From an optimization exercise on the open Yosys and OpenROAD flow, aimed at small area, a short achievable clock period and few clock cycles per item; shortcuts taken in it are not production practice.
Function was checked by simulation only, so behaviour that the tests miss may differ from the original.
Power and IR drop assume default switching activity.

### config.mk
export PLATFORM = sky130hd
export DESIGN_NAME = stripe_parity
export DESIGN_NICKNAME = stripe_parity
export VERILOG_FILES = /design/flow/design.v
export SDC_FILE = /design/flow/constraint.sdc
export NUM_CORES = 4
export LEC_CHECK = 0
export CAP_MARGIN = 20
export CORE_MARGIN = 2
export CORE_UTILIZATION = 50
export SLEW_MARGIN = 20
### constraint.sdc
create_clock -name core_clock -period 4.0 [get_ports {clk}]
set_input_delay 0.8000 -clock core_clock [delete_from_list [all_inputs] [get_ports {clk}]]
set_output_delay 0.8000 -clock core_clock [all_outputs]
set_load 0.01 [all_outputs]
### design.v
module stripe_parity (
    input  wire         clk,
    input  wire         rst,
    input  wire         in_valid,
    output wire         in_ready,
    input  wire [127:0] in_data,
    input  wire         in_last,
    output reg          out_valid,
    input  wire         out_ready,
    output wire [127:0] out_p0,
    output wire [127:0] out_p1,
    output wire [127:0] out_p2
);
    localparam NU = 58;
    localparam [NU-1:0] MU_0 = 58'h3813320604cc88f;
    localparam [31:0] NXT_0 = 32'hfe7ff54c;
    localparam [31:0] NXT_1 = 32'hfd15150f;
    localparam [31:0] NXT_2 = 32'h009d0eb3;
    localparam [31:0] NXT_3 = 32'hfc196bfc;
    localparam [31:0] NXT_4 = 32'h00b17edc;
    localparam [31:0] NXT_5 = 32'hfe07132d;
    localparam [31:0] NXT_6 = 32'h009ef88a;
    localparam [31:0] NXT_7 = 32'h0372a5f5;
    localparam [31:0] NXT_8 = 32'hfe67b0fa;
    localparam [31:0] NXT_9 = 32'h03efab46;
    localparam [31:0] NXT_10 = 32'hff6bce09;
    localparam [31:0] NXT_11 = 32'hfee10dc6;
    localparam [31:0] NXT_12 = 32'hfef94870;
    localparam [31:0] NXT_13 = 32'h037153cc;
    localparam [31:0] NXT_14 = 32'hfd75b6d8;
    localparam [31:0] NXT_15 = 32'h00e61eeb;
    localparam [31:0] NXT_16 = 32'h00fe5b5d;
    localparam [31:0] NXT_17 = 32'h002f8656;
    localparam [31:0] NXT_18 = 32'hfdc4c804;
    localparam [31:0] NXT_19 = 32'h00576037;
    localparam [31:0] NXT_20 = 32'h016cdd24;
    localparam [31:0] NXT_21 = 32'hff44485f;
    localparam [31:0] NXT_22 = 32'h02af060d;
    localparam [31:0] NXT_23 = 32'h03c02d10;
    localparam [31:0] NXT_24 = 32'h021d8ee8;
    localparam [31:0] NXT_25 = 32'hfc351b93;
    localparam [31:0] NXT_26 = 32'hff959554;
    localparam [31:0] NXT_27 = 32'h033e764d;
    localparam [31:0] NXT_28 = 32'h02e3d5b5;
    localparam [31:0] NXT_29 = 32'h031ba505;
    localparam [31:0] NXT_30 = 32'h011005dc;
    localparam [31:0] NXT_31 = 32'hff6ed0f5;
    localparam [31:0] NXT_32 = 32'hfc7f5d26;
    localparam [31:0] NXT_33 = 32'hff6d3709;
    localparam [31:0] NXT_34 = 32'h00d8e7b3;
    localparam [31:0] NXT_35 = 32'hfe0e8c4b;
    localparam [31:0] NXT_36 = 32'h0197f115;
    localparam [31:0] NXT_37 = 32'h0087f4c9;
    localparam [31:0] NXT_38 = 32'hfef921e0;
    localparam [31:0] NXT_39 = 32'hfde8ac33;
    localparam [31:0] NXT_40 = 32'hfd15294e;
    localparam [31:0] NXT_41 = 32'hfe897882;
    localparam [31:0] NXT_42 = 32'h00f7adab;
    localparam [31:0] NXT_43 = 32'h014f16a6;
    localparam [31:0] NXT_44 = 32'hfdcdcefd;
    localparam [31:0] NXT_45 = 32'hfe519f31;
    localparam [31:0] NXT_46 = 32'h0163bb42;
    localparam [31:0] NXT_47 = 32'hfe2221af;
    localparam [31:0] NXT_48 = 32'h02a0f9f4;
    localparam [31:0] NXT_49 = 32'hfd304b80;
    localparam [31:0] NXT_50 = 32'hfc8b1771;
    localparam [31:0] NXT_51 = 32'h03ca8d9c;
    localparam [31:0] NXT_52 = 32'hff9a9aa2;
    localparam [31:0] NXT_53 = 32'hfdc7e62b;
    localparam [31:0] NXT_54 = 32'hfc7cbada;
    localparam [31:0] NXT_55 = 32'h03b93302;
    localparam [31:0] NXT_56 = 32'h01cb0593;
    localparam [31:0] NXT_57 = 32'h0396791a;
    function [NU-1:0] mu_next;
        input [27:0] oh;
        begin
            mu_next[0] = ~|(oh & ~NXT_0[27:0]);
            mu_next[1] =  |(oh &  NXT_1[27:0]);
            mu_next[2] =  |(oh &  NXT_2[27:0]);
            mu_next[3] = ~|(oh & ~NXT_3[27:0]);
            mu_next[4] = ~|(oh & ~NXT_4[27:0]);
            mu_next[5] =  |(oh &  NXT_5[27:0]);
            mu_next[6] =  |(oh &  NXT_6[27:0]);
            mu_next[7] = ~|(oh & ~NXT_7[27:0]);
            mu_next[8] = ~|(oh & ~NXT_8[27:0]);
            mu_next[9] = ~|(oh & ~NXT_9[27:0]);
            mu_next[10] = ~|(oh & ~NXT_10[27:0]);
            mu_next[11] =  |(oh &  NXT_11[27:0]);
            mu_next[12] =  |(oh &  NXT_12[27:0]);
            mu_next[13] =  |(oh &  NXT_13[27:0]);
            mu_next[14] = ~|(oh & ~NXT_14[27:0]);
            mu_next[15] = ~|(oh & ~NXT_15[27:0]);
            mu_next[16] = ~|(oh & ~NXT_16[27:0]);
            mu_next[17] =  |(oh &  NXT_17[27:0]);
            mu_next[18] =  |(oh &  NXT_18[27:0]);
            mu_next[19] =  |(oh &  NXT_19[27:0]);
            mu_next[20] =  |(oh &  NXT_20[27:0]);
            mu_next[21] =  |(oh &  NXT_21[27:0]);
            mu_next[22] =  |(oh &  NXT_22[27:0]);
            mu_next[23] =  |(oh &  NXT_23[27:0]);
            mu_next[24] =  |(oh &  NXT_24[27:0]);
            mu_next[25] =  |(oh &  NXT_25[27:0]);
            mu_next[26] = ~|(oh & ~NXT_26[27:0]);
            mu_next[27] = ~|(oh & ~NXT_27[27:0]);
            mu_next[28] = ~|(oh & ~NXT_28[27:0]);
            mu_next[29] =  |(oh &  NXT_29[27:0]);
            mu_next[30] =  |(oh &  NXT_30[27:0]);
            mu_next[31] = ~|(oh & ~NXT_31[27:0]);
            mu_next[32] = ~|(oh & ~NXT_32[27:0]);
            mu_next[33] = ~|(oh & ~NXT_33[27:0]);
            mu_next[34] = ~|(oh & ~NXT_34[27:0]);
            mu_next[35] =  |(oh &  NXT_35[27:0]);
            mu_next[36] =  |(oh &  NXT_36[27:0]);
            mu_next[37] =  |(oh &  NXT_37[27:0]);
            mu_next[38] =  |(oh &  NXT_38[27:0]);
            mu_next[39] = ~|(oh & ~NXT_39[27:0]);
            mu_next[40] =  |(oh &  NXT_40[27:0]);
            mu_next[41] =  |(oh &  NXT_41[27:0]);
            mu_next[42] = ~|(oh & ~NXT_42[27:0]);
            mu_next[43] =  |(oh &  NXT_43[27:0]);
            mu_next[44] = ~|(oh & ~NXT_44[27:0]);
            mu_next[45] = ~|(oh & ~NXT_45[27:0]);
            mu_next[46] =  |(oh &  NXT_46[27:0]);
            mu_next[47] =  |(oh &  NXT_47[27:0]);
            mu_next[48] =  |(oh &  NXT_48[27:0]);
            mu_next[49] =  |(oh &  NXT_49[27:0]);
            mu_next[50] =  |(oh &  NXT_50[27:0]);
            mu_next[51] =  |(oh &  NXT_51[27:0]);
            mu_next[52] = ~|(oh & ~NXT_52[27:0]);
            mu_next[53] = ~|(oh & ~NXT_53[27:0]);
            mu_next[54] = ~|(oh & ~NXT_54[27:0]);
            mu_next[55] =  |(oh &  NXT_55[27:0]);
            mu_next[56] =  |(oh &  NXT_56[27:0]);
            mu_next[57] =  |(oh &  NXT_57[27:0]);
        end
    endfunction
    function [63:0] mat1;
        input [NU-1:0] u;
        begin
            mat1[0] = u[0];
            mat1[1] = u[1];
            mat1[2] = u[2];
            mat1[3] = u[3];
            mat1[4] = u[4];
            mat1[5] = u[5];
            mat1[6] = u[6];
            mat1[7] = u[7];
            mat1[8] = u[7];
            mat1[9] = u[0];
            mat1[10] = u[8];
            mat1[11] = u[9];
            mat1[12] = u[10];
            mat1[13] = u[4];
            mat1[14] = u[5];
            mat1[15] = u[6];
            mat1[16] = u[6];
            mat1[17] = u[7];
            mat1[18] = u[11];
            mat1[19] = u[12];
            mat1[20] = u[13];
            mat1[21] = u[10];
            mat1[22] = u[4];
            mat1[23] = u[5];
            mat1[24] = u[5];
            mat1[25] = u[6];
            mat1[26] = u[14];
            mat1[27] = u[15];
            mat1[28] = u[16];
            mat1[29] = u[13];
            mat1[30] = u[10];
            mat1[31] = u[4];
            mat1[32] = u[4];
            mat1[33] = u[5];
            mat1[34] = u[17];
            mat1[35] = u[18];
            mat1[36] = u[19];
            mat1[37] = u[16];
            mat1[38] = u[13];
            mat1[39] = u[10];
            mat1[40] = u[10];
            mat1[41] = u[4];
            mat1[42] = u[20];
            mat1[43] = u[21];
            mat1[44] = u[22];
            mat1[45] = u[19];
            mat1[46] = u[16];
            mat1[47] = u[13];
            mat1[48] = u[13];
            mat1[49] = u[10];
            mat1[50] = u[23];
            mat1[51] = u[24];
            mat1[52] = u[25];
            mat1[53] = u[22];
            mat1[54] = u[19];
            mat1[55] = u[16];
            mat1[56] = u[16];
            mat1[57] = u[13];
            mat1[58] = u[26];
            mat1[59] = u[27];
            mat1[60] = u[28];
            mat1[61] = u[25];
            mat1[62] = u[22];
            mat1[63] = u[19];
        end
    endfunction
    function [63:0] mat2;
        input [NU-1:0] u;
        begin
            mat2[0] = u[29];
            mat2[1] = u[30];
            mat2[2] = u[31];
            mat2[3] = u[32];
            mat2[4] = u[33];
            mat2[5] = u[34];
            mat2[6] = u[35];
            mat2[7] = u[36];
            mat2[8] = u[36];
            mat2[9] = u[29];
            mat2[10] = u[37];
            mat2[11] = u[38];
            mat2[12] = u[39];
            mat2[13] = u[33];
            mat2[14] = u[34];
            mat2[15] = u[35];
            mat2[16] = u[35];
            mat2[17] = u[36];
            mat2[18] = u[40];
            mat2[19] = u[41];
            mat2[20] = u[42];
            mat2[21] = u[39];
            mat2[22] = u[33];
            mat2[23] = u[34];
            mat2[24] = u[34];
            mat2[25] = u[35];
            mat2[26] = u[43];
            mat2[27] = u[44];
            mat2[28] = u[45];
            mat2[29] = u[42];
            mat2[30] = u[39];
            mat2[31] = u[33];
            mat2[32] = u[33];
            mat2[33] = u[34];
            mat2[34] = u[46];
            mat2[35] = u[47];
            mat2[36] = u[48];
            mat2[37] = u[45];
            mat2[38] = u[42];
            mat2[39] = u[39];
            mat2[40] = u[39];
            mat2[41] = u[33];
            mat2[42] = u[49];
            mat2[43] = u[50];
            mat2[44] = u[51];
            mat2[45] = u[48];
            mat2[46] = u[45];
            mat2[47] = u[42];
            mat2[48] = u[42];
            mat2[49] = u[39];
            mat2[50] = u[52];
            mat2[51] = u[53];
            mat2[52] = u[54];
            mat2[53] = u[51];
            mat2[54] = u[48];
            mat2[55] = u[45];
            mat2[56] = u[45];
            mat2[57] = u[42];
            mat2[58] = u[55];
            mat2[59] = u[56];
            mat2[60] = u[57];
            mat2[61] = u[54];
            mat2[62] = u[51];
            mat2[63] = u[48];
        end
    endfunction
    reg  [27:0]   oh;        
    reg  [27:0]   ohn;       
    reg           fresh;     
    reg  [NU-1:0] mu;        
    reg  [127:0]  acc0;      
    reg  [127:0]  acc1;
    reg  [127:0]  acc2;
    assign in_ready = !out_valid || out_ready;
    wire   take     = in_valid && in_ready;
    wire   clr      = fresh && in_ready;
    assign out_p0 = acc0;
    assign out_p1 = acc1;
    assign out_p2 = acc2;
    wire [63:0] m1  = mat1(mu);
    wire [63:0] m2  = mat2(mu);
    reg  [127:0] t0;
    reg  [127:0] t1;
    reg  [127:0] t2;
    integer      b, k, n;
    always @(*) begin
        for (b = 0; b < 16; b = b + 1)
            for (k = 0; k < 8; k = k + 1) begin
                t1[8*b+k] = 1'b0;
                t2[8*b+k] = 1'b0;
                for (n = 0; n < 8; n = n + 1) begin
                    t1[8*b+k] = t1[8*b+k] ^ (m1[8*n+k] & in_data[8*b+n]);
                    t2[8*b+k] = t2[8*b+k] ^ (m2[8*n+k] & in_data[8*b+n]);
                end
            end
        t0 = in_data & {128{take}};
        t1 = t1 & {128{take}};
        t2 = t2 & {128{take}};
    end
    wire [NU-1:0] mu_inc1 = mu_next(oh);
    wire [NU-1:0] mu_inc2 = mu_next(~ohn);
    wire [NU-1:0] mu_inc  = {mu_inc2[NU-1:NU/2], mu_inc1[NU/2-1:0]};
    wire [27:0]   oh_inc  = {oh[27] | oh[26], oh[25:0], 1'b0};
    wire [27:0]   ohn_inc = {ohn[27] & ohn[26], ohn[25:0], 1'b1};
    always @(posedge clk) begin
        acc0 <= (acc0 & {128{!clr}}) ^ t0;
        acc1 <= (acc1 & {128{!clr}}) ^ t1;
        acc2 <= (acc2 & {128{!clr}}) ^ t2;
        if (rst) begin
            oh        <= 28'd1;
            ohn       <= ~28'd1;
            mu        <= MU_0;
            fresh     <= 1'b1;
            out_valid <= 1'b0;
        end else begin
            if (out_valid && out_ready)
                out_valid <= 1'b0;
            if (take) begin
                fresh <= in_last;
                if (in_last) begin
                    oh        <= 28'd1;
                    ohn       <= ~28'd1;
                    mu        <= MU_0;
                    out_valid <= 1'b1;
                end else begin
                    oh  <= oh_inc;
                    ohn <= ohn_inc;
                    mu  <= mu_inc;
                end
            end
        end
    end
endmodule
### flow/run.sh
#!/bin/bash
# Standard layout, with plain buffers on the ports, a shallow clock tree of
# large leaf clusters and no dummy clock loads, and timing repair aimed below
# the clock period. make's output goes to standard.log; each ORFS step keeps
# its own log under orfs/logs/.
bash standard.sh \
    BUFFER_PORTS_ARGS="-buffer_cell sky130_fd_sc_hd__buf_2" \
    SETUP_SLACK_MARGIN=2.07 \
    CTS_ARGS="-sink_clustering_enable -repair_clock_nets -dont_use_dummy_load -buf_list sky130_fd_sc_hd__clkbuf_16 -sink_clustering_size 20 -sink_clustering_max_diameter 120" \
    finish > standard.log 2>&1
### standard.sh
#!/bin/bash
# synth_recipe.tcl (not shown) runs the flow's synth.tcl, then flattens the netlist and writes it again
# the make line also repeats each setting of config.mk as NAME=value (left out here)
make -C /OpenROAD-flow-scripts/flow DESIGN_CONFIG=/design/flow/config.mk WORK_HOME=/design/flow/orfs CLKGATE_MAP_FILE= SYNTH_SCRIPT=/design/flow/synth_recipe.tcl "${@:-finish}"
==> results of run 1 <==
per-layer routing:
metal	GRT usage, %	part of all wire (%)	vias to the layer above	wire length (um)
met2	62.00	47	2321	84900
li1	-	-	20033	-
met4	17.94	5.6	12	9990
met3	5.851	9.0	510	16250
met1	45.16	38	20750	68570
met5	0	0.041	-	73
per-stage QoR:
stage	hold WS (ns)	worst slack [ns]	area, um2	util (%)
3_5_place_dp	0.4599	1.481	47040	52.26
3_3_place_gp	0.4562	1.468	47040	52.26
5_1_grt	0.4843	1.976	52840	58.71
6_report	0.4683	1.990	52870	58.74
4_1_cts	0.4712	1.984	51710	57.45
2_1_floorplan	0.4497	2.023	45860	-
final timing paths:
| check | from | to | slack, ns | cells past startpoint |
|---|---|---|---|---|
| max | acc2[74] | out_p2[74] | 1.99 | 1 |
| min | acc1[117] | acc1[117] | 0.47 | 2 |
| max reg2reg | mu[0] | acc1[64] | 2.06 | 7 |
| min reg2reg | acc1[117] | acc1[117] | 0.47 | 2 |
flip-flops by register name, summed over array words and instances (netlist names):
| name | flops |
|---|---|
| acc1 | 128 |
| ohn | 28 |
| acc0 | 128 |
| acc2 | 128 |
| oh | 28 |
| out_valid | 1 |
| mu | 58 |
layout make-up:
class                      instances  area [um2]  area share, %
sequential                       499       10720          20.28
timing repair buffer             740        7385          13.97
antenna                           17       42.54        0.08046
inverter                           1       3.754       0.007100
multi-input combinational       5484       32470          61.41
clock buffer                      31       775.7          1.467
tap                             1176        1471          2.783
power breakdown:
part / total [W] / internal [W] / switching (W)
Clock: 0.00325 / 0.00136 / 0.00188
Combinational: 0.00846 / 0.00422 / 0.00424
Sequential: 0.00708 / 0.00613 / 0.000954
layout by cell type (no fill, tap or decap), drive strengths merged, types with 3 or more instances in the layout:
master  instances
nand3b         26
a41oi           5
xor2          640
o22ai           4
a32oi           4
dfxtp         499
a22oi           3
diode          17
nand4          24
buf           733
a211o           5
clkbuf         36
nor2          345
xnor2        1536
nor3           54
nand3          26
o21bai         32
or2             9
o41ai           4
nand2b          8
a21oi          60
nand2        2631
or3            10
a31oi           7
o21ai           6
nor4           32
worst register-to-register path, cell delays in order, from the launching register on:
cell     delay, ns
dfxtp_2       0.45
buf_8         0.30
nand2_1       0.14
xor2_1        0.16
xnor2_1       0.14
xnor2_1       0.39
nor2_1        0.10
xnor2_1       0.16
repair_timing:
item | CTS | global route
setup endpoints to repair | 630 | 489
buffers inserted | 79 | 88
pin swaps | 0 | 4
resized for setup | 840 | 76
gates cloned | 2 | 4
logic make-up (layout without fill, tap and decap cells):
| kind of cell | after synthesis | count (layout) | synth area share, % |
|---|---|---|---|
| simple gates | 3173 | 3174 | 27.21 |
| buf+inv | 656 | 772 | 6.998 |
| flops | 499 | 499 | 21.98 |
| compound gates | 134 | 134 | 1.869 |
| xor+xnor | 2176 | 2176 | 41.94 |
| other cells | 0 | 17 | 0 |
==> results.py, run 1 <==
metrics = {
    "status": {
        "status": "timing/DRC/antenna clean",
    },
    "clocking": {
        "cts_buffers": 31,
        "cts_max_level": 1,
        "numClockSinks": 499,
        "cts_buffer_depth": 3,
        "tritoncts": "built",
        "path_clk_slew_ns": 0.10,
        "clk_latency_ns": 0.67,
        "cts-root-buf": "clkbuf_16",
        "postCtsHoldBufs": 0,
    },
    "power": {
        "p_leak_nw": 19.59,
        "finalPower_w": 0.01879,
        "power_density_nw_per_um2": 355.4,
        "ir_worst_vdd_mv": 0.3828,
    },
    "yosys": {
        "synth_ff_type": "dfxtp_1",
        "synth-edff-count": 0,
        "synth_cell_types": 42,
        "mappedNetlistArea_um2": 45450,
        "synth_area_leader_cell": "xnor2_1",
        "netlist_top_cells_count": "nand2_1 (2631), xnor2_1 (1536), xor2_1 (640)",
        "synthTopCellsByArea": "xnor2_1 (30%), dfxtp_1 (22%), nand2_1 (22%)",
        "ys_warn_count": 1,
        "synth-seq-cells": 499,
        "synth_top_area_share_pct": 29.60,
        "syn_inst": 6638,
        "ys_async_sr_fraction_pct": 0,
        "yosysSeqAreaShare_pct": 21.98,
        "synth.most_common_cell": "nand2_1",
        "syn_nets": 6771,
        "syn_area_per_cell_um2": 6.846,
    },
    "global_route": {
        "grt_start_max_net_pins": 185,
        "grt_usage_pct": 36.64,
        "grt_overflow_total": 0,
        "antenna_found_initial": 32,
        "grt_pass1_vias": 41296,
        "grt_pass1_wl_um": 264400,
    },
    "sta": {
        "min_period_over_period_pct": 50.26,
        "clock_skew_ns": 0.04872,
        "grt_setup_unrepaired": "true",
        "relSlewSlack_pct": 37.48,
        "hold_violations": 0,
        "setup_tns_ns": 0,
        "setup_viol": 0,
        "clock.fmax_mhz": 497.4,
        "min_period_ns": 2.010,
        "slew_viol_final": 0,
        "tightestPinTransition_ns": 0.9378,
    },
    "placement": {
        "hpwlAfterDp_um": 112800,
        "port_buffers": 518,
        "place.gp.congestion": 0.9532,
        "dp.cells": 7727,
    },
    "detailed_routing": {
        "first_pass_iters": 6,
        "wirelength_um": 179800,
        "wl_per_cell_um": 22.62,
        "antenna_left": 0,
        "drc": 0,
        "route.vias.total": 43626,
        "drtIter0Drc": 4933,
        "drt-vias-per-instance": 5.489,
    },
    "worst_setup_path": {
        "critical_path.max_stage_delay_ns": 0.42,
        "cp_data_required_time_ns": 3.20,
        "path_cells": "buf_6",
        "crit_path_end_kind": "output pin",
        "slowest_stage": "dfxtp_4",
        "path_delay_family": "flip-flops",
        "startpoint_type": "flop",
        "path_buf_inv": 1,
        "worstPathMaxFanout": 2,
        "critical_path_class": "flop to output pin",
        "crit_arrival_ns": 1.21,
    },
    "die": {
        "die_y_um": 305.5,
        "coreArea_um2": 90010,
        "die-area_um2": 93320,
        "start_util_pct": 50.49,
        "die_x_um": 305.5,
        "io_pins": 519,
        "rows": 110,
    },
    "cells_and_area": {
        "area_growth_pct": 16.34,
        "final_nets": 6890,
        "layout-drive-gt1-share_pct": 18.45,
        "final_cells": 7948,
        "fillers": 8372,
    },
    "run": {
        "drv_cap": 0,
    },
    "worst_hold_path": {
        "min_path_type": "flop to flop",
    },
}
Testbench counts, summed over its fixed seeds: cycles 25,705, items 25,697.
==> inputs of run 2 (changes only) <==
--- a/flow/run.sh
+++ b/flow/run.sh
@@ -5,6 +5,6 @@
 # its own log under orfs/logs/.
 bash standard.sh \
     BUFFER_PORTS_ARGS="-buffer_cell sky130_fd_sc_hd__buf_2" \
-    SETUP_SLACK_MARGIN=2.07 \
+    SETUP_SLACK_MARGIN=1.95 \
     CTS_ARGS="-sink_clustering_enable -repair_clock_nets -dont_use_dummy_load -buf_list sky130_fd_sc_hd__clkbuf_16 -sink_clustering_size 20 -sink_clustering_max_diameter 120" \
     finish > standard.log 2>&1
==> results.py, run 2 <==
metrics = {
    "cells_and_area": {
        "fillers": 8994,
        "final_common_cell": "nand2_1",
        "final_cell_mix": "nand2_1 (2629), xnor2_1 (1529), xor2_1 (640)",
        "final_nets": 6774,
        "design_area_um2": 48860,
        "reg_top3": "acc0: 128 flops, acc1: 128 flops, acc2: 128 flops",
        "area_growth_pct": 7.516,
        "layout-drive-gt1-share_pct": 11.84,
    },
    "yosys": {
        "synth_ff_type": "dfxtp_1",
        "synth_cell_types": 42,
        "syn_nets": 6771,
        "synth.most_common_cell": "nand2_1",
        "synth-edff-count": 0,
        "syn_area_per_cell_um2": 6.846,
        "yosysSeqAreaShare_pct": 21.98,
        "mappedNetlistArea_um2": 45450,
        "synth_area_leader_cell": "xnor2_1",
        "syn_inst": 6638,
        "synth-seq-cells": 499,
        "ys_warn_count": 1,
        "netlist_top_cells_count": "nand2_1 (2631), xnor2_1 (1536), xor2_1 (640)",
        "synth_top_area_share_pct": 29.60,
        "synthTopCellsByArea": "xnor2_1 (30%), dfxtp_1 (22%), nand2_1 (22%)",
        "ys_async_sr_fraction_pct": 0,
    },
    "placement": {
        "placed_area_um2": 47130,
        "hpwlAfterDp_um": 113400,
        "place.gp.congestion": 0.9513,
        "port_buffers": 518,
    },
    "sta": {
        "min_period_over_period_pct": 51.78,
        "hold_violations": 0,
        "grt_setup_unrepaired": "true",
        "slew_viol_final": 0,
        "min_period_ns": 2.071,
        "clock_skew_ns": 0.08515,
        "clock.fmax_mhz": 482.8,
        "relSlewSlack_pct": 29.33,
        "setup_tns_ns": 0,
        "tightestPinTransition_ns": 1.060,
        "setup_viol": 0,
    },
    "global_route": {
        "grt_pass1_vias": 40337,
        "grt_overflow_total": 0,
        "antenna_found_initial": 25,
        "grt_start_max_net_pins": 186,
        "grt_usage_pct": 35.38,
        "grt_pass1_wl_um": 256200,
    },
    "worst_setup_path": {
        "crit_path_end_kind": "flop",
        "startpoint_type": "flop",
        "slowest_stage": "dfxtp_4",
        "path_cells": "buf_16, nand2_1, xor2_1, xnor2_1, xnor2_1, nor2_1, xnor2_1",
        "critical_path_class": "flop to flop",
        "crit_arrival_ns": 2.58,
        "crit_path_start": "mu[16]",
        "worstPathMaxFanout": 60,
        "crit_path_frequent_cell": "xnor2_1",
        "path_delay_family": "XOR/XNOR gates",
        "path_buf_inv": 1,
        "reg2reg_from": "mu[16]",
        "critical_path.max_stage_delay_ns": 0.50,
        "cp_data_required_time_ns": 4.51,
    },
    "power": {
        "finalPower_w": 0.01692,
        "power_density_nw_per_um2": 346.2,
        "p_leak_nw": 18.29,
        "ir_worst_vdd_mv": 0.3516,
    },
    "clocking": {
        "numClockSinks": 499,
        "cts_buffer_depth": 3,
        "cts_buffers": 30,
        "clk_latency_ns": 0.69,
        "tritoncts": "built",
        "cts_max_level": 1,
        "path_clk_slew_ns": 0.10,
        "cts-root-buf": "clkbuf_16",
    },
    "die": {
        "io_pins": 519,
        "rows": 110,
        "coreArea_um2": 90010,
        "die_y_um": 305.5,
        "die-area_um2": 93320,
        "start_util_pct": 50.49,
        "die_x_um": 305.5,
    },
    "detailed_routing": {
        "antenna_left": 0,
        "drtIter0Drc": 4113,
        "drt-vias-per-instance": 5.449,
        "wl_per_cell_um": 22.35,
        "route.vias.total": 42605,
        "first_pass_iters": 8,
        "drc": 0,
        "wirelength_um": 174800,
    },
    "worst_hold_path": {
        "min_path_type": "flop to flop",
        "hold_path.startpoint": "acc1[34]",
    },
    "run": {
        "drv_cap": 0,
    },
    "status": {
        "status": "timing/DRC/antenna clean",
    },
}
==> run 2: cell counts after synthesis <==
No cell type changed its count.
==> run 2: report_power, final <==
part	internal (W)	total [W]	switching, W
clock network	0.00132	0.00319	0.00187
registers	0.00595	0.00673	0.000785
logic	0.00300	0.00699	0.00399
==> run 2: area by class of cell <==
| cell class | count | area (um2) | share of cell area (%) |
|---|---|---|---|
| Tap cell | 1176 | 1471 | 3.011 |
| Sequential cell | 499 | 10200 | 20.87 |
| Clock buffer | 30 | 750.7 | 1.536 |
| Antenna cell | 4 | 10.01 | 0.02049 |
| Inverter | 1 | 3.754 | 0.007682 |
| Multi-Input combinational cell | 5483 | 32380 | 66.28 |
| Timing Repair Buffer | 626 | 4043 | 8.274 |
==> run 2: cells by family (layout without fill, tap and decap cells) <==
logic type / count (synthesis) / count (layout) / share of synthesized area, %
AND/OR/NAND/NOR: 3173 / 3173 / 27.21
other: 0 / 4 / 0
AO/OA/AOI/OAI: 134 / 134 / 1.869
XOR/XNOR: 2176 / 2176 / 41.94
buffers and inverters: 656 / 657 / 6.998
flip-flops: 499 / 499 / 21.98
==> run 2: repair_timing <==
action / in CTS / in global routing
hold buffers: 0 / 0
hold endpoints to repair: 0 / 0
cloned: 0 / 4
endpoints found under the setup margin: 319 / 244
setup buffers: 14 / 26
gates resized for setup: 100 / 33
==> run 2: worst paths after layout <==
kind              slack [ns]        to  cells after the start
hold / removal          0.47  acc1[34]                      2
setup / recovery        1.93  acc1[53]                      7
setup reg to reg        1.93  acc1[53]                      7
hold reg to reg         0.47  acc1[34]                      2
==> run 2: stage by stage <==
| stage | util [%] | hold slack [ns] | setup WS (ns) | cells |
|---|---|---|---|---|
| floorplan | - | 0.4497 | 1.940 | 6638 |
| global placement | 52.36 | 0.4548 | 1.241 | 7741 |
| detailed placement | 52.36 | 0.4592 | 1.189 | 7741 |
| CTS | 53.67 | 0.4728 | 1.879 | 7785 |
| global route | 54.28 | 0.4885 | 1.902 | 7817 |
| finish | 54.28 | 0.4685 | 1.929 | 7819 |
==> run 2: tightest hold or removal path, stage by stage (launching register included) <==
cell and delay (ns):
dfxtp_1 0.31, nand2_1 0.06, xnor2_1 0.05
==> run 2: metal layers <==
layer / up-vias / routed length (um) / global-route usage, % / share of wire, %
met1: 20216 / 67760 / 42.93 / 39
met5: - / 187 / 0 / 0.11
met2: 2044 / 82400 / 60.03 / 47
met4: 30 / 9866 / 18.64 / 5.6
met3: 530 / 14560 / 5.720 / 8.3
li1: 19785 / - / - / -
==> inputs of run 3 (changes only) <==
--- a/flow/run.sh
+++ b/flow/run.sh
@@ -5,6 +5,6 @@
 # its own log under orfs/logs/.
 bash standard.sh \
     BUFFER_PORTS_ARGS="-buffer_cell sky130_fd_sc_hd__buf_2" \
-    SETUP_SLACK_MARGIN=1.95 \
+    SETUP_SLACK_MARGIN=2.0 \
     CTS_ARGS="-sink_clustering_enable -repair_clock_nets -dont_use_dummy_load -buf_list sky130_fd_sc_hd__clkbuf_16 -sink_clustering_size 20 -sink_clustering_max_diameter 120" \
     finish > standard.log 2>&1
==> results.py, run 3 <==
metrics = {
    "cells_and_area": {
        "multiInputGateArea_um2": 32380,
        "final_common_cell": "nand2_1",
        "final_nets": 6802,
        "layout-drive-gt1-share_pct": 13.68,
        "seq_area_um2": 10380,
        "fin_util_pct": 55.30,
        "area_growth_pct": 9.523,
        "final_cell_mix": "nand2_1 (2628), xnor2_1 (1531), xor2_1 (640)",
        "final_cells": 7858,
        "reg_top3": "acc0: 128 flops, acc1: 128 flops, acc2: 128 flops",
        "fillers": 8920,
    },
    "yosys": {
        "synth_xor_area_share_pct": 41.94,
        "synth_adder_area_share_pct": 0,
        "synth_cell_types": 42,
        "syn_inst": 6638,
        "mappedNetlistArea_um2": 45450,
        "synth_mux_area_share_pct": 0,
        "synth_top_area_share_pct": 29.60,
        "synthTopCellsByArea": "xnor2_1 (30%), dfxtp_1 (22%), nand2_1 (22%)",
        "synth_compound_gate_area_share_pct": 1.869,
        "netlist_top_cells_count": "nand2_1 (2631), xnor2_1 (1536), xor2_1 (640)",
        "ys_warn_count": 1,
        "synth_ff_type": "dfxtp_1",
        "synth_top_family_by_area": "XOR/XNOR gates",
        "yosysSeqAreaShare_pct": 21.98,
        "syn_area_per_cell_um2": 6.846,
        "yosys.area_share.simple_pct": 27.21,
        "synth.most_common_cell": "nand2_1",
        "synth_area_leader_cell": "xnor2_1",
        "synth-seq-cells": 499,
        "synth-edff-count": 0,
        "syn_nets": 6771,
        "ys_async_sr_fraction_pct": 0,
    },
    "clocking": {
        "tritoncts": "built",
        "cts_buffers": 31,
        "cts-root-buf": "clkbuf_16",
        "clk_latency_ns": 0.70,
        "numClockSinks": 499,
        "path_clk_slew_ns": 0.09,
        "cts_buffer_depth": 3,
        "cts_max_level": 1,
        "postCtsHoldBufs": 0,
    },
    "detailed_routing": {
        "wl_per_cell_um": 22.74,
        "route.vias.total": 43224,
        "drtIter0Drc": 4358,
        "wirelength_um": 178700,
        "antenna_left": 0,
        "first_pass_iters": 6,
        "drc": 0,
        "drt-vias-per-instance": 5.501,
    },
    "sta": {
        "hold_violations": 0,
        "clock_skew_ns": 0.07317,
        "tightestPinTransition_ns": 0.9658,
        "min_period_over_period_pct": 50.25,
        "slew_viol_final": 0,
        "setup_viol": 0,
        "min_period_ns": 2.010,
        "grt_setup_unrepaired": "true",
        "hold_slack_ns": 0.4602,
        "clock.fmax_mhz": 497.5,
        "setup_tns_ns": 0,
        "relSlewSlack_pct": 35.61,
    },
    "worst_setup_path": {
        "startpoint_type": "flop",
        "crit_path_end_kind": "output pin",
        "crit_arrival_ns": 1.21,
        "path_delay_family": "flip-flops",
        "path_buf_inv": 1,
        "critical_path.max_stage_delay_ns": 0.41,
        "path_cells": "buf_6",
        "rrSetupSlack_ns": 2.00,
        "worstPathMaxFanout": 2,
        "critical_path_class": "flop to output pin",
        "slowest_stage": "dfxtp_4",
        "cp_data_required_time_ns": 3.20,
    },
    "placement": {
        "hpwlAfterDp_um": 114200,
        "port_buffers": 518,
        "dp.cells": 7744,
        "place.gp.congestion": 0.9592,
    },
    "power": {
        "finalPower_w": 0.01739,
        "power_density_nw_per_um2": 349.3,
        "ir_worst_vdd_mv": 0.3720,
        "p_leak_nw": 18.56,
    },
    "die": {
        "coreArea_um2": 90010,
        "die_x_um": 305.5,
        "start_util_pct": 50.49,
        "die_y_um": 305.5,
        "die-area_um2": 93320,
        "io_pins": 519,
        "rows": 110,
    },
    "global_route": {
        "grt_overflow_total": 0,
        "grt_pass1_vias": 40998,
        "grt_usage_pct": 36.37,
        "antenna_found_initial": 23,
        "grt_start_max_net_pins": 196,
        "grt_pass1_wl_um": 261900,
    },
    "status": {
        "status": "timing/DRC/antenna clean",
    },
    "run": {
        "drv_cap": 0,
    },
    "worst_hold_path": {
        "min_path_type": "flop to flop",
    },
}
-- run 3: cell counts after synthesis --
Identical to the previous run, type by type.
-- run 3: final timing paths --
kind	start	to	cells after the start
worst max register to register	mu[57]	acc2[76]	7
worst min-delay path	mu[38]	mu[38]	2
worst max-delay path	acc2[73]	out_p2[73]	1
worst min register to register	mu[38]	mu[38]	2
-- run 3: final cells by class --
class                   instances  share of cell area (%)
multi-input cells            5483                   65.05
flip-flops and latches        499                   20.86
repair buffers                653                   9.487
well taps                    1176                   2.956
clock buffers                  31                   1.559
diodes                         15                 0.07541
inverters                       1                0.007541
-- run 3: logic make-up after synthesis --
kind of cell | after synthesis
buf+inv | 656
flops | 499
simple gates | 3173
compound gates | 134
xor+xnor | 2176
-- run 3: power by group --
group	total, W	switching [W]	internal, W
registers	0.00683	0.000825	0.00601
logic	0.00728	0.00406	0.00322
clock network	0.00327	0.00191	0.00136
total	0.0174	0.00680	0.0106
-- run 3: timing repair --
| action | CTS | global route |
|---|---|---|
| endpoints found under the setup margin | 373 | 244 |
| gates cloned | 0 | 2 |
| buffers inserted | 32 | 34 |
| gates resized for setup | 267 | 68 |
-- run 3: metal layers --
layer | up-vias | routed length (um) | GRT usage [%]
li1 | 19851 | - | -
met1 | 20580 | 69260 | 45.35
met2 | 2259 | 83190 | 60.99
met3 | 524 | 15890 | 5.269
met4 | 10 | 10310 | 18.51
met5 | - | 74 | 0
-- run 3: stage by stage --
step	worst slack (ns)	instance area [um2]
6_report	1.990	49770
3_3_place_gp	1.528	47130
2_1_floorplan	1.982	45480
3_5_place_dp	1.510	47130
5_1_grt	1.969	49750
4_1_cts	1.975	49160
==> inputs of run 4 (changes only) <==
--- a/config.mk
+++ b/config.mk
@@ -7,5 +7,5 @@
 export LEC_CHECK = 0
 export CAP_MARGIN = 20
 export CORE_MARGIN = 2
-export CORE_UTILIZATION = 50
+export CORE_UTILIZATION = 70
 export SLEW_MARGIN = 20
==> results.py, run 4 <==
metrics = {
    "global_route": {
        "antenna_found_initial": 29,
        "grt_overflow_total": 0,
        "grt_pass1_wl_um": 244100,
        "grt_pass1_vias": 41980,
        "grt_usage_pct": 46.40,
        "grt_start_max_net_pins": 134,
    },
    "yosys": {
        "netlist_top_cells_count": "nand2_1 (2631), xnor2_1 (1536), xor2_1 (640)",
        "synth_cell_types": 42,
        "ys_warn_count": 1,
        "syn_area_per_cell_um2": 6.846,
        "mappedNetlistArea_um2": 45450,
        "ys_async_sr_fraction_pct": 0,
        "synth_top_area_share_pct": 29.60,
        "synth_xor_area_share_pct": 41.94,
        "synth_compound_gate_area_share_pct": 1.869,
        "synth_adder_area_share_pct": 0,
        "synth_mux_area_share_pct": 0,
        "yosysSeqAreaShare_pct": 21.98,
        "synth-seq-cells": 499,
        "syn_inst": 6638,
        "synth.most_common_cell": "nand2_1",
        "syn_nets": 6771,
        "synth_top_family_by_area": "XOR/XNOR gates",
        "synth_ff_type": "dfxtp_1",
        "yosys.area_share.simple_pct": 27.21,
        "synthTopCellsByArea": "xnor2_1 (30%), dfxtp_1 (22%), nand2_1 (22%)",
        "synth_area_leader_cell": "xnor2_1",
        "synth-edff-count": 0,
    },
    "power": {
        "ir_worst_vdd_mv": 0.3815,
        "p_leak_nw": 18.30,
        "power_density_nw_per_um2": 346.6,
    },
    "sta": {
        "hold_violations": 0,
        "setup_tns_ns": 0,
        "min_period_over_period_pct": 50.39,
        "setup_viol": 0,
        "clock.fmax_mhz": 496.1,
        "tightestPinTransition_ns": 0.7152,
        "grt_setup_unrepaired": "true",
        "clock_skew_ns": 0.04418,
        "slew_viol_final": 0,
        "min_period_ns": 2.016,
        "relSlewSlack_pct": 52.32,
    },
    "cells_and_area": {
        "final_nets": 6782,
        "final_cells": 7520,
        "area_growth_pct": 6.654,
        "fillers": 5181,
        "final_common_cell": "nand2_1",
        "seq_area_um2": 10140,
        "design_area_um2": 48470,
        "layout-drive-gt1-share_pct": 11.57,
        "reg_top3": "acc0: 128 flops, acc1: 128 flops, acc2: 128 flops",
        "multiInputGateArea_um2": 32400,
        "final_cell_mix": "nand2_1 (2629), xnor2_1 (1528), xor2_1 (640)",
    },
    "worst_setup_path": {
        "critical_path_class": "flop to output pin",
        "slowest_stage": "dfxtp_2",
        "cp_data_required_time_ns": 3.20,
        "reg2reg_from": "ohn[14]",
        "path_depth": 2,
        "r2r-end": "mu[33]",
        "crit_path_end": "in_ready",
        "path_cells": "nand2b_4, buf_6",
        "startpoint_type": "flop",
        "worstPathMaxFanout": 4,
        "crit_path_start": "out_valid",
        "path_delay_family": "flip-flops",
        "rrSetupSlack_ns": 1.99,
        "critical_path.max_stage_delay_ns": 0.36,
        "crit_path_end_kind": "output pin",
        "crit_arrival_ns": 1.22,
        "ff2ff_path_depth": 4,
        "path_buf_inv": 1,
    },
    "die": {
        "coreArea_um2": 64350,
        "io_pins": 519,
        "die_y_um": 258.8,
        "die_x_um": 258.8,
        "start_util_pct": 70.63,
        "rows": 93,
        "die-area_um2": 66980,
    },
    "detailed_routing": {
        "wirelength_um": 162600,
        "drt-vias-per-instance": 5.899,
        "drc": 0,
        "route.vias.total": 44359,
        "drtIter0Drc": 5519,
        "first_pass_iters": 8,
        "antenna_left": 0,
        "wl_per_cell_um": 21.62,
    },
    "placement": {
        "place.gp.congestion": 1.034,
        "placed_area_um2": 46590,
        "dp.cells": 7414,
        "hpwlAfterDp_um": 105400,
        "port_buffers": 518,
    },
    "status": {
        "status": "timing/DRC/antenna clean",
    },
    "clocking": {
        "numClockSinks": 499,
        "postCtsHoldBufs": 0,
        "cts-root-buf": "clkbuf_16",
        "clk_latency_ns": 0.66,
        "cts_max_level": 1,
        "cts_buffers": 29,
        "cts_buffer_depth": 3,
        "tritoncts": "built",
        "path_clk_slew_ns": 0.09,
    },
    "worst_hold_path": {
        "min_path_type": "flop to flop",
    },
    "run": {
        "drv_cap": 0,
    },
}
==> run 4: cell types whose count changed in the layout (fill, tap and decap cells not counted), sizes merged <==
| cell | delta |
|---|---|
| diode | +3 |
| bufbuf | +1 |
| clkbuf | -3 |
| buf | -18 |
==> run 4: metrics by stage <==
step	setup WS, ns	hold WS, ns	total power (W)	utilization, %
2_1_floorplan	1.982	0.4497	0.01138	-
3_3_place_gp	1.237	0.4565	0.01339	72.41
3_5_place_dp	1.177	0.4606	0.01354	72.41
4_1_cts	1.963	0.4738	0.01662	74.48
5_1_grt	1.913	0.4895	0.01750	75.30
6_report	1.984	0.4718	0.01680	75.33
==> run 4: layer usage <==
layer,wire (um),vias to the layer above,global-route usage (%)
met3,19860,877,10.64
li1,-,19820,-
met4,13600,22,33.56
met1,57310,20618,55.08
met5,128,-,0
met2,71710,3022,73.78
==> run 4: kinds of logic after synthesis <==
| family | count (synthesis) |
|---|---|
| XOR/XNOR | 2176 |
| AND/OR/NAND/NOR | 3173 |
| flip-flops | 499 |
| buffers and inverters | 656 |
| AO/OA/AOI/OAI | 134 |
==> run 4: repair_timing <==
item                                    CTS  global route
gates cloned                              1             1
setup buffers                            20            37
endpoints found under the setup margin  338           121
pin swaps                                 0             3
gates resized for setup                  87            28
==> run 4: worst register-to-register path, stage by stage (launching register included) <==
cell	delay (ns)
dfxtp_1	0.65
nand3_2	0.17
or3_1	0.45
or4_1	0.53
a21oi_1	0.15
==> run 4: layout make-up <==
cell class | count | area share (%)
antenna | 18 | 0.09293
clock buffer | 29 | 1.497
inverter | 1 | 0.007744
multi-input combinational | 5483 | 66.84
sequential | 499 | 20.93
tap | 855 | 2.207
timing repair buffer | 635 | 8.428
==> run 4: worst min-delay path by stage <==
stage	from	to	depth (start not counted)
after CTS	acc1[37]	acc1[37]	2
after global placement	acc2[90]	acc2[90]	2
after global routing	acc0[113]	acc0[113]	2
after detailed placement	acc1[115]	acc1[115]	2
after floorplan	oh[26]	oh[26]	2
final	acc2[50]	acc2[50]	2
==> run 4: power breakdown <==
part	internal (W)	switching [W]	total, W
Sequential	0.00592	0.000722	0.00664
Clock	0.00128	0.00179	0.00307
Combinational	0.00300	0.00409	0.00709
==> inputs of run 5 (changes only) <==
--- a/config.mk
+++ b/config.mk
@@ -7,5 +7,5 @@
 export LEC_CHECK = 0
 export CAP_MARGIN = 20
 export CORE_MARGIN = 2
-export CORE_UTILIZATION = 70
+export CORE_UTILIZATION = 60
 export SLEW_MARGIN = 20
==> results.py, run 5 <==
metrics = {
    "status": {
        "status": "timing/DRC/antenna clean",
    },
    "sta": {
        "hold_slack_ns": 0.4694,
        "clock.fmax_mhz": 494.0,
        "relSlewSlack_pct": 42.77,
        "slew_viol_final": 0,
        "setup_viol": 0,
        "tightestPinTransition_ns": 0.8584,
        "hold_violations": 0,
        "grt_setup_unrepaired": "true",
        "min_period_ns": 2.024,
        "setup_tns_ns": 0,
        "clock_skew_ns": 0.04601,
        "min_period_over_period_pct": 50.61,
    },
    "yosys": {
        "synthTopCellsByArea": "xnor2_1 (30%), dfxtp_1 (22%), nand2_1 (22%)",
        "syn_inst": 6638,
        "yosysSeqAreaShare_pct": 21.98,
        "mappedNetlistArea_um2": 45450,
        "synth.most_common_cell": "nand2_1",
        "syn_nets": 6771,
        "synth_area_leader_cell": "xnor2_1",
        "synth-edff-count": 0,
        "netlist_top_cells_count": "nand2_1 (2631), xnor2_1 (1536), xor2_1 (640)",
        "ys_async_sr_fraction_pct": 0,
        "synth_top_area_share_pct": 29.60,
        "syn_area_per_cell_um2": 6.846,
        "synth_ff_type": "dfxtp_1",
        "ys_warn_count": 1,
        "synth_cell_types": 42,
        "synth-seq-cells": 499,
    },
    "die": {
        "die-area_um2": 77960,
        "coreArea_um2": 74700,
        "rows": 100,
        "die_y_um": 279.2,
        "io_pins": 519,
        "die_x_um": 279.2,
        "start_util_pct": 60.84,
    },
    "worst_setup_path": {
        "slowest_stage": "dfxtp_4",
        "cp_data_required_time_ns": 3.20,
        "path_cells": "nand2b_4, buf_6",
        "critical_path_class": "flop to output pin",
        "crit_path_end_kind": "output pin",
        "crit_arrival_ns": 1.22,
        "startpoint_type": "flop",
        "critical_path.max_stage_delay_ns": 0.38,
        "worstPathMaxFanout": 2,
    },
    "detailed_routing": {
        "wirelength_um": 172600,
        "drt-vias-per-instance": 5.729,
        "drc": 0,
        "antenna_left": 0,
        "wl_per_cell_um": 22.60,
        "drtIter0Drc": 5075,
        "first_pass_iters": 6,
        "route.vias.total": 43747,
    },
    "power": {
        "ir_worst_vdd_mv": 0.3898,
        "power_density_nw_per_um2": 347.2,
        "p_leak_nw": 18.42,
        "p_seq_share_pct": 39.5,
        "clock_power_share_pct": 18.8,
        "internal_power_w": 0.01035,
        "p_switching_w": 0.006654,
        "swShare_pct": 39.13,
        "combPwrFrac_pct": 41.7,
    },
    "cells_and_area": {
        "fin_util_pct": 65.56,
        "final_cell_mix": "nand2_1 (2629), xnor2_1 (1531), xor2_1 (640)",
        "fillers": 6843,
        "area_growth_pct": 7.756,
        "reg_top3": "acc0: 128 flops, acc1: 128 flops, acc2: 128 flops",
        "final_common_cell": "nand2_1",
        "layout-drive-gt1-share_pct": 12.38,
        "final_nets": 6790,
    },
    "clocking": {
        "tritoncts": "built",
        "path_clk_slew_ns": 0.09,
        "clk_latency_ns": 0.66,
        "numClockSinks": 499,
        "cts_max_level": 1,
        "cts_buffer_depth": 3,
        "cts_buffers": 31,
        "cts-root-buf": "clkbuf_16",
    },
    "placement": {
        "hpwlAfterDp_um": 108500,
        "place.gp.congestion": 1.011,
        "port_buffers": 518,
    },
    "global_route": {
        "gr-usage-met1_pct": 51.53,
        "grt_overflow_total": 0,
        "grt_pass1_vias": 40806,
        "grt_start_max_net_pins": 147,
        "global_route.peak_usage_layer": "met2",
        "met2_usage_pct": 68.77,
        "grt_pass1_wl_um": 253300,
        "antenna_found_initial": 24,
        "grt_usage_pct": 42.04,
        "use_met3_pct": 7.748,
    },
    "run": {
        "drv_cap": 0,
    },
    "worst_hold_path": {
        "min_path_type": "flop to flop",
    },
}
[run 5: logic make-up (layout without fill, tap and decap cells)]
group | Yosys count | in the layout | share of synthesized area [%]
AND/OR/NAND/NOR | 3173 | 3173 | 27.21
buffers and inverters | 656 | 673 | 6.998
AO/OA/AOI/OAI | 134 | 134 | 1.869
XOR/XNOR | 2176 | 2176 | 41.94
other | 0 | 12 | 0
flip-flops | 499 | 499 | 21.98
[run 5: metal layers]
layer	vias to the layer above	share of wire (%)
met5	-	0.082
met4	22	6.8
met3	652	10
met2	2548	46
met1	20701	37
li1	19824	-
[run 5: cell type report]
| type | count | area [um2] | share of cell area (%) |
|---|---|---|---|
| multi-input cells | 5483 | 32370 | 66.11 |
| flip-flops and latches | 499 | 10240 | 20.91 |
| repair buffers | 641 | 4335 | 8.853 |
| well taps | 969 | 1212 | 2.476 |
| clock buffers | 31 | 775.7 | 1.584 |
| diodes | 12 | 30.03 | 0.06132 |
| inverters | 1 | 3.754 | 0.007665 |
[run 5: repair_timing]
| item | in CTS | in global routing |
|---|---|---|
| gates resized for setup | 114 | 61 |
| endpoints found under the hold margin | 0 | 0 |
| cloned | 0 | 4 |
| setup buffers | 26 | 41 |
| hold buffers | 0 | 0 |
| setup endpoints to repair | 316 | 180 |
| pin swaps | 0 | 1 |
[run 5: final timing paths]
| kind | startpoint | to | slack, ns | depth (start not counted) |
|---|---|---|---|---|
| max | out_valid | in_ready | 1.98 | 2 |
| max reg2reg | mu[4] | acc1[68] | 2.00 | 7 |
| min | acc2[32] | acc2[32] | 0.47 | 2 |
| min reg2reg | acc2[32] | acc2[32] | 0.47 | 2 |
[run 5: through the flow]
step | power, W | std cells | setup slack [ns] | cell area (um2)
6_report | 0.01700 | 7636 | 1.976 | 48970
5_1_grt | 0.01775 | 7629 | 1.920 | 48950
4_1_cts | 0.01688 | 7579 | 1.949 | 48260
3_5_place_dp | 0.01358 | 7522 | 1.416 | 46720
3_3_place_gp | 0.01348 | 7522 | 1.441 | 46720
2_1_floorplan | 0.01138 | 6638 | 1.982 | 45480
[run 5: critical path, delay by kind of cell (launching register included)]
kind / cells / cell delay (ns)
flip-flops: 1 / 0.38
AND/OR/NAND/NOR: 1 / 0.07
buffers and inverters: 1 / 0.12
[run 5: power by group through the flow]
stage                     sequential, W  clock [W]  combinational [W]
after global placement          0.00687          0            0.00661
after detailed placement        0.00687          0            0.00671
after CTS                       0.00673    0.00324            0.00691
after global routing            0.00679    0.00339            0.00757
after floorplan                 0.00689          0            0.00449
final                           0.00672    0.00320            0.00708

## what the ideal ports hide
The results above use ideal ports. As a check the final layouts listed here were re-extracted and re-timed, cells and wires unchanged. Step 1 (the two cells are an assumption about what drives the block):
set clk [get_ports {clk}]
set_driving_cell -lib_cell sky130_fd_sc_hd__clkbuf_16 $clk
set_driving_cell -lib_cell sky130_fd_sc_hd__buf_2 [delete_from_list [all_inputs] $clk]
Step 2 times the ports against the registers' clock, not the clock port: input delays grow and output delays shrink by t, the midpoint of the rising clock arrivals with the driver on. Three values: ideal, step 1, step 2; two values: the first two.
run | shift t [ns] | setup slack, ns | worst setup path after step 2
run 1 | 0.720 | 1.990 / 1.917 / 1.402 | input to register
run 2 | 0.720 | 1.929 / 1.897 / 1.374 | input to register
run 3 | 0.739 | 1.990 / 1.914 / 1.406 | input to register
run 4 | 0.704 | 1.984 / 1.917 / 1.370 | input to register
run 5 | 0.714 | 1.976 / 1.903 / 1.414 | input to register
After both steps every run listed still meets setup and hold. For run 4, which loses most, drivers alone change the setup slack by -0.067 ns; drivers and shift together by -0.614 ns.
